Background: an optimization exercise with open tools, aiming at small area, a short achievable clock period and few clock cycles per item. Do not read the settings as production practice. Only simulation tests tie the RTL to the original design; equivalence was not proved. No activity file was given, so power comes from the tool's default toggle rates.

## glemi_alu
module glemi_alu (
    input  wire        clk,
    input  wire        rst,
    input  wire        in_valid,
    output wire        in_ready,
    input  wire [5:0]  in_fn,
    input  wire [31:0] in_a,
    input  wire [31:0] in_b,
    input  wire [3:0]  in_flags,
    output reg         out_valid,
    output reg  [31:0] out_rd,
    output wire [31:0] out_rr,
    output reg         out_wr_rd,
    output reg         out_wr_rr,
    output wire [3:0]  out_flags,
    output reg         out_dz,
    output reg         out_illegal
);
Size: about 150 I/O pins, roughly 30000 um2 of cells after synthesis.
Settings: LEC_CHECK=0, ABC_AREA=1, CAP_MARGIN=20, CORE_MARGIN=2, CORE_UTILIZATION=45, SLEW_MARGIN=20; clock period 11.0 ns.
standard.sh (not shown) runs the stock make flow with config.mk's settings and CLKGATE_MAP_FILE= SYNTH_SCRIPT=/design/flow/synth_recipe.tcl, a recipe that flattens the netlist after the stock synthesis.
==> flow/flow/run.sh <==
#!/bin/bash
set -e
export BUFFER_PORTS_ARGS="-buffer_cell sky130_fd_sc_hd__buf_1"
export ADDER_MAP_FILE=
export SETUP_SLACK_MARGIN=6.75
bash standard.sh > standard.log 2>&1
The starting point produced a clean layout.
Testbench counts at the start, summed over its fixed seeds: cycles 44,555, ops 24,000.
Rerun with:
==> flow/flow/run.sh (replaced) <==
#!/bin/bash
set -e
export BUFFER_PORTS_ARGS="-buffer_cell sky130_fd_sc_hd__buf_1"
export SETUP_SLACK_MARGIN=6.75
bash standard.sh > standard.log 2>&1
=>
- sequential share of layout area came out lower by 2.1 points
- wire length came out higher by 7.1%
- hold slack barely changes
- total power came out higher by 29%
- cell area came out higher by 13%
- via count is about the same
Rerun with:
==> flow/flow/run.sh (replaced) <==
#!/bin/bash
set -e
export BUFFER_PORTS_ARGS="-buffer_cell sky130_fd_sc_hd__buf_1"
export SETUP_SLACK_MARGIN=7
bash standard.sh > standard.log 2>&1
CORE_UTILIZATION = 50   (was 45)
Total power rose by 5.6%.
Critical path depth fell by 3.
Routed wire length fell by 0.59%.
Cell count stays flat.
Via count rose by 5.1%.
Clock skew fell by 0.016 ns.
Sequential power barely changes.
Clock-buffer cell count rose by 10.
Worst hold slack is about the same.

========
## lane 2
Starting RTL as in the previous note.
==> flow/config.mk <==
export PLATFORM = sky130hd
export DESIGN_NAME = glemi_alu
export DESIGN_NICKNAME = glemi_alu
export VERILOG_FILES = /design/flow/design.v
export SDC_FILE = /design/flow/constraint.sdc
export NUM_CORES = 4
export LEC_CHECK = 0
export ABC_AREA = 1
export CAP_MARGIN = 20
export CORE_MARGIN = 2
export CORE_UTILIZATION = 45
export SLEW_MARGIN = 20
==> flow/constraint.sdc <==
create_clock -name core_clock -period 11.0 [get_ports {clk}]
set_input_delay 2.2000 -clock core_clock [delete_from_list [all_inputs] [get_ports {clk}]]
set_output_delay 2.2000 -clock core_clock [all_outputs]
set_load 0.01 [all_outputs]
==> flow/flow/run.sh <==
#!/bin/bash
set -e
export BUFFER_PORTS_ARGS="-buffer_cell sky130_fd_sc_hd__buf_1"
export SETUP_SLACK_MARGIN=6.25
bash standard.sh > standard.log 2>&1
Testbench counts of lane 2, summed over its fixed seeds: cycles 44,555, ops 24,000.
Input-level comparison between lane 5 and lane 2:
==> flow/flow/run.sh <==
#!/bin/bash
set -e
export BUFFER_PORTS_ARGS="-buffer_cell sky130_fd_sc_hd__buf_1"
export ADDER_MAP_FILE=
export SETUP_SLACK_MARGIN=7
bash standard.sh > standard.log 2>&1
==> summary.txt <==
Compared with lane 2, lane 5 shows routed length per instance that has gone down by a few percent.
Relative to lane 2, first-iteration DRC count has gone up in lane 5.
Taking lane 2 as the reference, in lane 5 mux cell area share after synthesis roughly the same; fraction of met1 tracks used by global routing lower.
Lane 5 vs. lane 2: peak clock frequency supported by timing went up by 9.0%.

========
v6:
Starting RTL as in the previous note.
Design glemi_alu, start of the top module:
module glemi_alu (
    input  wire        clk,
    input  wire        rst,
    input  wire        in_valid,
    output wire        in_ready,
    input  wire [5:0]  in_fn,
    input  wire [31:0] in_a,
    input  wire [31:0] in_b,
    input  wire [3:0]  in_flags,
    output reg         out_valid,
    output reg  [31:0] out_rd,
    output wire [31:0] out_rr,
    output reg         out_wr_rd,
    output reg         out_wr_rr,
    output wire [3:0]  out_flags,
    output reg         out_dz,
    output reg         out_illegal
);
clock: 11.0 ns
lec_check: 0
abc_area: 1
cap_margin: 20
core_margin: 2
core_utilization: 55
setup_slack_margin: 5
slew_margin: 20
run.sh (not shown) runs the stock make flow with config.mk's settings and CLKGATE_MAP_FILE= SYNTH_SCRIPT=/design/flow/synth_recipe.tcl, a recipe that flattens the netlist after the stock synthesis.
Stock flow here: none of the scripts above is used.
Looking at the reports, v6 completed the entire flow and the layout it produced met the timing, design-rule and antenna checks.
Testbench counts of v6, summed over its fixed seeds: cycles 44,555, ops 24,000.
Changes in v7 relative to v6:
Settings: SETUP_SLACK_MARGIN no longer set, was 5; CORE_UTILIZATION now 45, was 55.
==> flow/flow/run.sh (new file) <==
#!/bin/bash
set -e
export BUFFER_PORTS_ARGS="-buffer_cell sky130_fd_sc_hd__buf_1"
export ADDER_MAP_FILE=
export SETUP_SLACK_MARGIN=7.25
bash standard.sh > standard.log 2>&1
==> flow/standard.sh (new file) <==
#!/bin/bash
# synth_recipe.tcl (not shown) runs the flow's synth.tcl, then flattens the netlist and writes it again
# the make line also repeats each setting of config.mk as NAME=value (left out here)
make -C /OpenROAD-flow-scripts/flow DESIGN_CONFIG=/design/flow/config.mk WORK_HOME=/design/flow/orfs CLKGATE_MAP_FILE= SYNTH_SCRIPT=/design/flow/synth_recipe.tcl "${@:-finish}"
removed: flow/run.sh
### Flow results
The final layout from v7, which completed every stage, passed the timing, design-rule and antenna checks at the end of the flow.
Across both runs, synthesized cell count was higher for v7 than for v6.
Diff v6 -> v7: clock power neither gained nor lost much, placed cell count picked up an extra 490, sequential cell count neither gained nor lost much, later-pin clock latency in the skew report lost 0.02 ns, global-route usage lost 9.0 points.
The run showing the smaller fraction of layout instances using a drive strength above 1 is v6.
What v6 reported for synthesized area per cell has to be multiplied by 0.906 to get the figure for v7.

## what the ideal ports hide
The results above use ideal ports. As a check the final layouts listed here were re-extracted and re-timed, cells and wires unchanged.
Step 1 (the two cells are an assumption about what drives the block):
set clk [get_ports {clk}]
set_driving_cell -lib_cell sky130_fd_sc_hd__clkbuf_16 $clk
set_driving_cell -lib_cell sky130_fd_sc_hd__buf_2 [delete_from_list [all_inputs] $clk]
Step 2 times the ports against the registers' clock, not the clock port: input delays grow and output delays shrink by t, the midpoint of the rising clock arrivals with the driver on.
Slacks: no drivers / after step 1 / after step 2; pairs: no drivers / after step 1.
run	t (ns)	setup slack, ns	worst setup path at the end	clock arrival spread, ns	cell pins on the clock port's net
the first run of note 1	0.730	6.531 / 6.489 / 6.195	input to register	0.037 / 0.037	1
the second run of note 1	0.707	6.441 / 6.441 / 6.186	input to register	0.047 / 0.047	1
the third run of note 1	0.718	6.452 / 6.452 / 6.272	input to register	0.031 / 0.031	1
lane 2	0.716	6.085 / 6.085 / 5.796	input to register	0.039 / 0.039	1
lane 5	0.711	6.490 / 6.415 / 6.239	input to register	0.066 / 0.067	1
v6	0.703	5.144 / 5.144 / 5.090	input to register	0.024 / 0.024	1
v7	0.696	6.513 / 6.437 / 6.560	input to register	0.022 / 0.022	1
After both steps setup and hold are still met in every run listed. For the first run of note 1, which loses most, drivers alone change the setup slack by -0.042 ns; drivers and shift together by -0.336 ns.
